This design comes from an exercise in tuning for small area and a short achievable clock period on the open sky130 flow, not from production work. No functional check of the RTL was part of this run.

**flow/design.v**
```verilog
module lane_fma (
    input  wire        clk,
    input  wire        rst,
    input  wire        in_valid,
    input  wire [2:0]  in_op,
    input  wire [1:0]  in_mod,
    input  wire [31:0] in_a,
    input  wire [31:0] in_b,
    input  wire [31:0] in_c,
    output reg         out_valid,
    output reg  [31:0] out_res,
    output reg         out_clamp,
    output reg         out_bad
);
    localparam [2:0] OP_FADD = 3'd0, OP_FSUB = 3'd1, OP_FMUL = 3'd2,
                     OP_FMA  = 3'd3, OP_FMS  = 3'd4, OP_FNMA = 3'd5;
    localparam [31:0] ONE    = 32'h3F80_0000;
    localparam [31:0] NEG0   = 32'h8000_0000;
    localparam [30:0] MAXMAG = 31'h7F7F_FFFF;
    reg [31:0] x, y, z;
    always @(*) begin
        case (in_op)
            OP_FADD: begin x = in_a;                 y = ONE;  z = in_b;                 end
            OP_FSUB: begin x = in_a;                 y = ONE;  z = {~in_b[31], in_b[30:0]}; end
            OP_FMUL: begin x = in_a;                 y = in_b; z = NEG0;                 end
            OP_FMS:  begin x = in_a;                 y = in_b; z = {~in_c[31], in_c[30:0]}; end
            OP_FNMA: begin x = {~in_a[31], in_a[30:0]}; y = in_b; z = in_c;              end
            OP_FMA:  begin x = in_a;                 y = in_b; z = in_c;                 end
            default: begin x = in_a;                 y = in_b; z = in_c;                 end
        endcase
    end
    wire x_zero = (x[30:23] == 8'h00);           
    wire y_zero = (y[30:23] == 8'h00);
    wire z_zero = (z[30:23] == 8'h00);
    wire x_inf  = (x[30:23] == 8'hFF) && (x[22:0] == 23'd0);
    wire y_inf  = (y[30:23] == 8'hFF) && (y[22:0] == 23'd0);
    wire z_inf  = (z[30:23] == 8'hFF) && (z[22:0] == 23'd0);
    wire x_nan  = (x[30:23] == 8'hFF) && (x[22:0] != 23'd0);
    wire y_nan  = (y[30:23] == 8'hFF) && (y[22:0] != 23'd0);
    wire z_nan  = (z[30:23] == 8'hFF) && (z[22:0] != 23'd0);
    wire p_sign = x[31] ^ y[31];
    wire p_zero = x_zero || y_zero;
    wire p_inf  = x_inf || y_inf;
    reg        sp_hit;
    reg [31:0] sp_res;
    reg        sp_bad;
    always @(*) begin
        sp_hit = 1'b1;
        sp_res = 32'd0;
        sp_bad = 1'b0;
        if (x_nan || y_nan || z_nan) begin
            sp_bad = 1'b1;                               
        end else if (p_inf) begin
            if (p_zero || (z_inf && (z[31] != p_sign)))
                sp_bad = 1'b1;                           
            else
                sp_res = {p_sign, 8'hFF, 23'd0};
        end else if (z_inf) begin
            sp_res = {z[31], 8'hFF, 23'd0};
        end else if (p_zero) begin
            if (z_zero)
                sp_res = {p_sign & z[31], 31'd0};        
            else
                sp_res = z;
        end else begin
            sp_hit = 1'b0;
        end
    end
    reg        s1_valid;
    reg [1:0]  s1_mod;
    reg        s1_sp_hit, s1_sp_bad;
    reg [31:0] s1_sp_res;
    reg        s1_psign, s1_zsign, s1_zzero;
    reg [7:0]  s1_ex, s1_ey, s1_ez;
    reg [23:0] s1_mx, s1_my, s1_mz;
    always @(posedge clk) begin
        if (rst) s1_valid <= 1'b0;
        else     s1_valid <= in_valid;
        s1_mod    <= in_mod;
        s1_sp_hit <= sp_hit;
        s1_sp_bad <= sp_bad;
        s1_sp_res <= sp_res;
        s1_psign  <= p_sign;
        s1_zsign  <= z[31];
        s1_zzero  <= z_zero;
        s1_ex     <= x[30:23];
        s1_ey     <= y[30:23];
        s1_ez     <= z[30:23];
        s1_mx     <= {1'b1, x[22:0]};
        s1_my     <= {1'b1, y[22:0]};
        s1_mz     <= z_zero ? 24'd0 : {1'b1, z[22:0]};
    end
    wire [47:0]        prod   = s1_mx * s1_my;
    wire signed [10:0] adist   = $signed({3'b000, s1_ez}) - $signed({3'b000, s1_ex})
                              - $signed({3'b000, s1_ey}) + 11'sd127;
    wire               far    = !s1_zzero && (adist > 11'sd27);
    wire signed [10:0] shamt  = far ? 11'sd0 : (11'sd27 - adist);
    wire signed [10:0] ebase  = far ? ($signed({3'b000, s1_ez}) - 11'sd75)
                                    : ($signed({3'b000, s1_ex}) + $signed({3'b000, s1_ey}) - 11'sd175);
    reg        s2_valid;
    reg [1:0]  s2_mod;
    reg        s2_sp_hit, s2_sp_bad;
    reg [31:0] s2_sp_res;
    reg        s2_psign, s2_zsign;
    reg [47:0] s2_prod;
    reg        s2_far;
    reg [6:0]  s2_shamt;
    reg signed [10:0] s2_ebase;
    reg [23:0] s2_mz;
    always @(posedge clk) begin
        if (rst) s2_valid <= 1'b0;
        else     s2_valid <= s1_valid;
        s2_mod    <= s1_mod;
        s2_sp_hit <= s1_sp_hit;
        s2_sp_bad <= s1_sp_bad;
        s2_sp_res <= s1_sp_res;
        s2_psign  <= s1_psign;
        s2_zsign  <= s1_zsign;
        s2_prod   <= prod;
        s2_far    <= far;
        s2_shamt  <= (shamt > 11'sd76) ? 7'd76 : shamt[6:0];
        s2_ebase  <= ebase;
        s2_mz     <= s1_mz;
    end
    wire [99:0] add_full  = {s2_mz, 76'd0} >> s2_shamt;
    wire [76:0] add_win   = {1'b0, add_full[99:24]} | {76'd0, |add_full[23:0]};
    wire [76:0] prod_win  = s2_far ? {76'd0, (s2_prod != 48'd0)}
                                   : {27'd0, s2_prod, 2'b00};
    wire        eff_sub   = s2_psign ^ s2_zsign;
    wire [77:0] sum_raw   = eff_sub ? ({1'b0, prod_win} - {1'b0, add_win})
                                    : ({1'b0, prod_win} + {1'b0, add_win});
    wire        sum_neg   = eff_sub && sum_raw[77];
    wire [76:0] sum_mag   = sum_neg ? (~sum_raw[76:0] + 77'd1) : sum_raw[76:0];
    reg        s3_valid;
    reg [1:0]  s3_mod;
    reg        s3_sp_hit, s3_sp_bad;
    reg [31:0] s3_sp_res;
    reg        s3_sign;
    reg [76:0] s3_mag;
    reg signed [10:0] s3_ebase;
    always @(posedge clk) begin
        if (rst) s3_valid <= 1'b0;
        else     s3_valid <= s2_valid;
        s3_mod    <= s2_mod;
        s3_sp_hit <= s2_sp_hit;
        s3_sp_bad <= s2_sp_bad;
        s3_sp_res <= s2_sp_res;
        s3_sign   <= s2_psign ^ sum_neg;
        s3_mag    <= sum_mag;
        s3_ebase  <= s2_ebase;
    end
    reg [6:0] lz;
    integer   i;
    always @(*) begin
        lz = 7'd77;
        for (i = 0; i <= 76; i = i + 1)
            if (s3_mag[i]) lz = 7'd76 - i[6:0];
    end
    wire [76:0]        norm    = s3_mag << lz;
    wire [23:0]        mant    = norm[76:53];
    wire               rbit    = norm[52];
    wire               sticky  = |norm[51:0];
    wire signed [10:0] epre    = s3_ebase + 11'sd76 - $signed({4'b0000, lz});
    wire               rup     = rbit && (sticky || mant[0]);
    wire [24:0]        mrnd    = {1'b0, mant} + {24'd0, rup};
    wire signed [10:0] ernd    = mrnd[24] ? (epre + 11'sd1) : epre;
    reg [31:0] ar_res;
    reg        ar_clamp;
    always @(*) begin
        ar_clamp = 1'b0;
        if (s3_mag == 77'd0) begin
            ar_res = 32'd0;                                  
        end else if (epre < 11'sd1) begin
            if (epre == 11'sd0 && mant == 24'hFF_FFFF)
                ar_res = {s3_sign, 8'h01, 23'd0};
            else
                ar_res = {s3_sign, 31'd0};
        end else if (ernd > 11'sd254) begin
            ar_res   = {s3_sign, MAXMAG};
            ar_clamp = 1'b1;
        end else begin
            ar_res = {s3_sign, ernd[7:0], mrnd[24] ? mrnd[23:1] : mrnd[22:0]};
        end
    end
    wire [31:0] pre_res   = s3_sp_hit ? s3_sp_res : ar_res;
    wire        pre_clamp = !s3_sp_hit && ar_clamp;
    wire        pre_bad   = s3_sp_hit && s3_sp_bad;
    wire above_one = !pre_res[31] && (pre_res[30:0] > ONE[30:0]);
    wire below_m1  =  pre_res[31] && (pre_res[30:0] > ONE[30:0]);
    wire below_0   =  pre_res[31] && (pre_res[30:0] != 31'd0);
    reg [31:0] lim_res;
    always @(*) begin
        lim_res = pre_res;
        case (s3_mod)
            2'b01: begin
                if (above_one)     lim_res = ONE;
                else if (below_m1) lim_res = {1'b1, ONE[30:0]};
            end
            2'b10: begin
                if (above_one)     lim_res = ONE;
                else if (below_0)  lim_res = 32'd0;
            end
            default: ;
        endcase
    end
    always @(posedge clk) begin
        if (rst) out_valid <= 1'b0;
        else     out_valid <= s3_valid;
        out_res   <= lim_res;
        out_clamp <= pre_clamp;
        out_bad   <= pre_bad;
    end
endmodule
```
**flow/run.sh**
```bash
#!/bin/bash
# synth_recipe.tcl (not shown) runs the flow's synth.tcl, then flattens the netlist and writes it again
# the make line also repeats each setting of config.mk as NAME=value (left out here)
make -C /OpenROAD-flow-scripts/flow DESIGN_CONFIG=/design/flow/config.mk WORK_HOME=/design/flow/orfs CLKGATE_MAP_FILE= SYNTH_SCRIPT=/design/flow/synth_recipe.tcl finish
```
**flow/config.mk**
```make
export PLATFORM = sky130hd
export DESIGN_NAME = lane_fma
export DESIGN_NICKNAME = lane_fma
export VERILOG_FILES = /design/flow/design.v
export SDC_FILE = /design/flow/constraint.sdc
export NUM_CORES = 4
export LEC_CHECK = 0
export CAP_MARGIN = 20
export CORE_MARGIN = 2
export CORE_UTILIZATION = 40
export SLEW_MARGIN = 20
```
**flow/constraint.sdc**
```tcl
create_clock -name core_clock -period 11.0 [get_ports {clk}]
set_input_delay 2.2000 -clock core_clock [delete_from_list [all_inputs] [get_ports {clk}]]
set_output_delay 2.2000 -clock core_clock [all_outputs]
set_load 0.01 [all_outputs]
```
==> metrics.md <==
| Metric | Value |
|---|---|
| Pin count of the biggest net entering global routing | `between 100 and 150` |
| Setup bufs post-CTS | `0` |
| Layout fillers | `12843` |
| CTS tree | `yes` |
| DRT Wirelength | `197000 µm` |
| Count of cell types in the netlist | `~110` |
| Detailed Routing Iterations Pass 1 | `6` |
| Fin crit share | `just over 90%` |
| Top layer in use | `met5` |
| Crit end category | `flop` |
| Chip width | `roughly 360 µm` |
| Clock sinks | `about 420` |
| Most frequent cells after synthesis | `inv_1, nand2_1, fa_1, nor2_1, dfxtp_1` |
| FP Rows | `131` |
| Remaining Overflow, GRT | `0` |
| Area contributors post-synth | `fa_1, dfxtp_1, ha_1` |
| Worst Setup SP | `s2_shamt[1]` |
| Async set-reset flop share out of synthesis | `0%` |
| Clk pin slew, worst setup/hold paths | `around 0.070 ns` |
| DRT iter0 DRCs | `between 5000 and 6000` |
| I/O pin count | `~140` |
| Worst hold margin | `roughly 0.32 ns` |
| FMAX | `approximately 0.098 GHz` |
| Port bufs | `138` |
| Worst setup path category | `reg2reg` |
| Cts hold-fix bufs | `0` |
| Commonest register cell after synthesis | `dfxtp_1` |
| R2R setup slack | `0.76 ns` |
| Worst min path class | `reg2reg` |
| Sequential-to-total area share from yosys stat | `about 17%` |
| Buffer depth of the longest clock path | `3` |
| ANT cells | `0` |
| WP buf/inv | `4` |
| Initial antenna violation count | `6` |
| CP startpoint kind | `flop` |
| Setup Total Neg Slack | `0 ns` |
| Tmin final | `around 10 ns` |
| GRT Util Overall | `just under 30%` |
| Number of global-route vias before repair | `approximately 47000` |
| Clock Latency Late Sink | `approximately 0.63 ns` |
| Met2 routed WL | `87400 µm` |
| Mapped Cells | `around 6300` |
| Full die area | `approximately 0.13 mm²` |
| Critical path peak fanout | `16` |
| Die Y-Extent | `about 360 µm` |
| Share of cells above drive strength 1 | `under 10%` |
| Effective utilization at floorplan | `40.2%` |
| Slowest cell on crit path | `dfxtp_1` |
| Seq cells post-synth | `423` |
| FF-to-FF Start | `s2_shamt[1]` |
| YS warnings | `1` |
| Layout area overhead | `9.33%` |
| First-pass GRT wire length | `~300000 µm` |
| Final nets | `about 7000` |
| Endpoints failing setup | `0` |
| Max Slew Vio Count | `0` |
| Antenna-violating nets left | `0` |
| H-Tree Depth | `2` |
| FF-to-FF End | `s3_mag[75]` |
| Most common cell in the netlist | `inv_1` |
| Stages on the worst setup path | `38` |
| Slew headroom | `between 15 and 20%` |
| Status | `no timing/DRC/antenna violations` |
| Root buffer cell | `clkbuf_16` |
| Arr. time, crit path | `about 11 ns` |
| CTS Buf Count | `46` |
| R2R cell count | `38` |
| Slew @ Worst Pin | `between 1 and 1.5 ns` |
| Remaining DRCs | `0` |
| Post-synth EDFFs | `0` |
| Vias after detailed routing | `47352` |
| Gpl congestion | `1.03` |
| Syn avg cell area | `a little over 8 µm²` |
| Metal3 WL | `15200 µm` |
| M1 WL | `between 80000 and 90000 µm` |
| Slowest stage delay, CP | `0.71 ns` |
| Avg WL per Cell | `24.7 µm` |
| Max cap viols | `0` |
| CP required | `roughly 11 ns` |
| Syn_nets | `a little over 7000` |
| Critical path capture point | `s3_mag[75]` |
| Yosys top cell area share | `19.1%` |
| Crit-path leading delay family | `compound AO/OA/AOI/OAI gates` |
| RSZ-0062 raised after global routing | `false` |
| Area of the core | `0.127 mm²` |
| Area leader, netlist | `fa_1` |
| Final Skew | `between 0.02 and 0.03 ns` |
| Dpl hpwl | `between 150000 and 200000 µm` |
| Post-DR vias/cell | `5.94` |
| Final Hold Fails | `0` |
| Synthesized area | `0.0511 mm²` |
-- placed cells by master, fill, tap and decap left out, types with 43 or more instances in the layout --
| cell | instances |
|---|---|
| inv_1 | 768 |
| nand2_1 | 657 |
| fa_1 | 487 |
| nor2_1 | 435 |
| dfxtp_1 | 420 |
| ha_1 | 337 |
| a21oi_1 | 335 |
| and2_1 | 285 |
| o21ai_0 | 228 |
| xnor2_1 | 166 |
| nor3_1 | 155 |
| buf_4 | 145 |
| clkdlybuf4s50_1 | 138 |
| nand3_1 | 107 |
| mux2i_1 | 104 |
| a211oi_1 | 104 |
| nor2b_1 | 95 |
| nor4_1 | 92 |
| xor2_1 | 72 |
| a22oi_1 | 69 |
| nand2b_1 | 65 |
| nand4_1 | 65 |
| a21o_1 | 61 |
| a31oi_1 | 59 |
| o31ai_1 | 48 |
| or3_1 | 46 |
| o211ai_1 | 46 |
| clkbuf_16 | 46 |
| mux4_2 | 44 |
| o21bai_1 | 43 |
-- kinds of logic after synthesis --
group	share of synthesized area (%)
adders and majority gates	27.3
muxes	4.81
and+or+nand+nor	21.0
other	0.00734
buffers and inverters	8.79
AOI/OAI and AO/OA	17.4
DFF	16.6
xor gates and xnor gates	4.11
-- final cells by class --
cell class | instances | area, µm² | share of cell area, %
clock buffers | 54 | 1240 | 2.22
well taps | 1662 | 2080 | 3.72
clock inverters | 28 | 337 | 0.603
repair buffers | 289 | 2590 | 4.64
inverters | 773 | 2900 | 5.20
multi-input cells | 4748 | 38200 | 68.5
flip-flops and latches | 423 | 8470 | 15.2
-- how the worst min path moves through the flow --
stage,slack [ns],end,depth (start not counted),start
detailed placement,0.31,s2_sp_res[17],0,s1_sp_res[17]
CTS,0.31,s2_mz[1],0,s1_mz[1]
global route,0.32,s2_mz[1],0,s1_mz[1]
global placement,0.31,s3_sp_bad,0,s2_sp_bad
floorplan,0.31,s2_mod[0],0,s1_mod[0]
finish,0.32,s2_sp_hit,0,s1_sp_hit
-- per-layer routing --
layer | track usage, % | up-vias
met3 | 4.69 | 528
met2 | 46.8 | 2255
met1 | 39.6 | 23158
li1 | - | 21403
met4 | 13.7 | 8
met5 | 0 | -
-- repair_timing --
action,in CTS,in global routing
hold endpoints to repair,0,0
setup endpoints to repair,0,1
gates resized for setup,0,1
-- worst register-to-register path, delay by kind of cell, from the launching register on --
| kind | cells | cell delay, ns |
|---|---|---|
| AOI/OAI and AO/OA | 16 | 4.05 |
| xor gates and xnor gates | 1 | 0.16 |
| adders and majority gates | 2 | 0.53 |
| buffers and inverters | 4 | 0.76 |
| DFF | 1 | 0.71 |
| muxes | 3 | 0.96 |
| and+or+nand+nor | 12 | 2.94 |
-- state kept, by name (all words and copies together) (netlist names), 10 cells and up --
name,count
s3_mag,77
s2_prod,48
out_res,32
s1_sp_res,32
s2_sp_res,32
s3_sp_res,32
s1_mz,24
s2_mz,24
s1_mx,23
s1_my,23
s2_ebase,10
s3_ebase,10
-- stage by stage --
| step | area [µm²] | setup slack (ns) | utilization (%) | instances |
|---|---|---|---|---|
| 2_1_floorplan | 51100 | 1.98 | - | 6318 |
| 3_3_place_gp | 54300 | 0.991 | 42.7 | 7895 |
| 3_5_place_dp | 54300 | 0.836 | 42.7 | 7895 |
| 4_1_cts | 55800 | 0.800 | 43.9 | 7977 |
| 5_1_grt | 55900 | 0.0175 | 43.9 | 7977 |
| 6_report | 55900 | 0.755 | 43.9 | 7977 |

separate check: timing with driven ports:
In the flow no input, the clock included, has a driving cell. The finished layout below was timed again as built, in two steps.
Step 1 assumes that a clkbuf_16 drives the clock port and a buf_2 every other input.
Step 2 adds t to the input delays and takes it off the output delays; t is the mean of the earliest and latest rising clock arrival at the registers after step 1. Input paths then give back, and output paths get back, about the clock's delay inside the block.
Slacks: ideal ports / drivers / drivers and shift; pairs: ideal ports / drivers.
t (ns): 0.685
setup slack, ns: 0.755 / 0.755 / 0.755
worst hold slack (ns): 0.319 / 0.319 / 0.319
latest minus earliest clock arrival (ns): 0.029 / 0.029
After both steps this run still meets setup and hold. For this run, drivers alone change the setup slack by 0.000 ns; drivers and shift together by 0.000 ns.
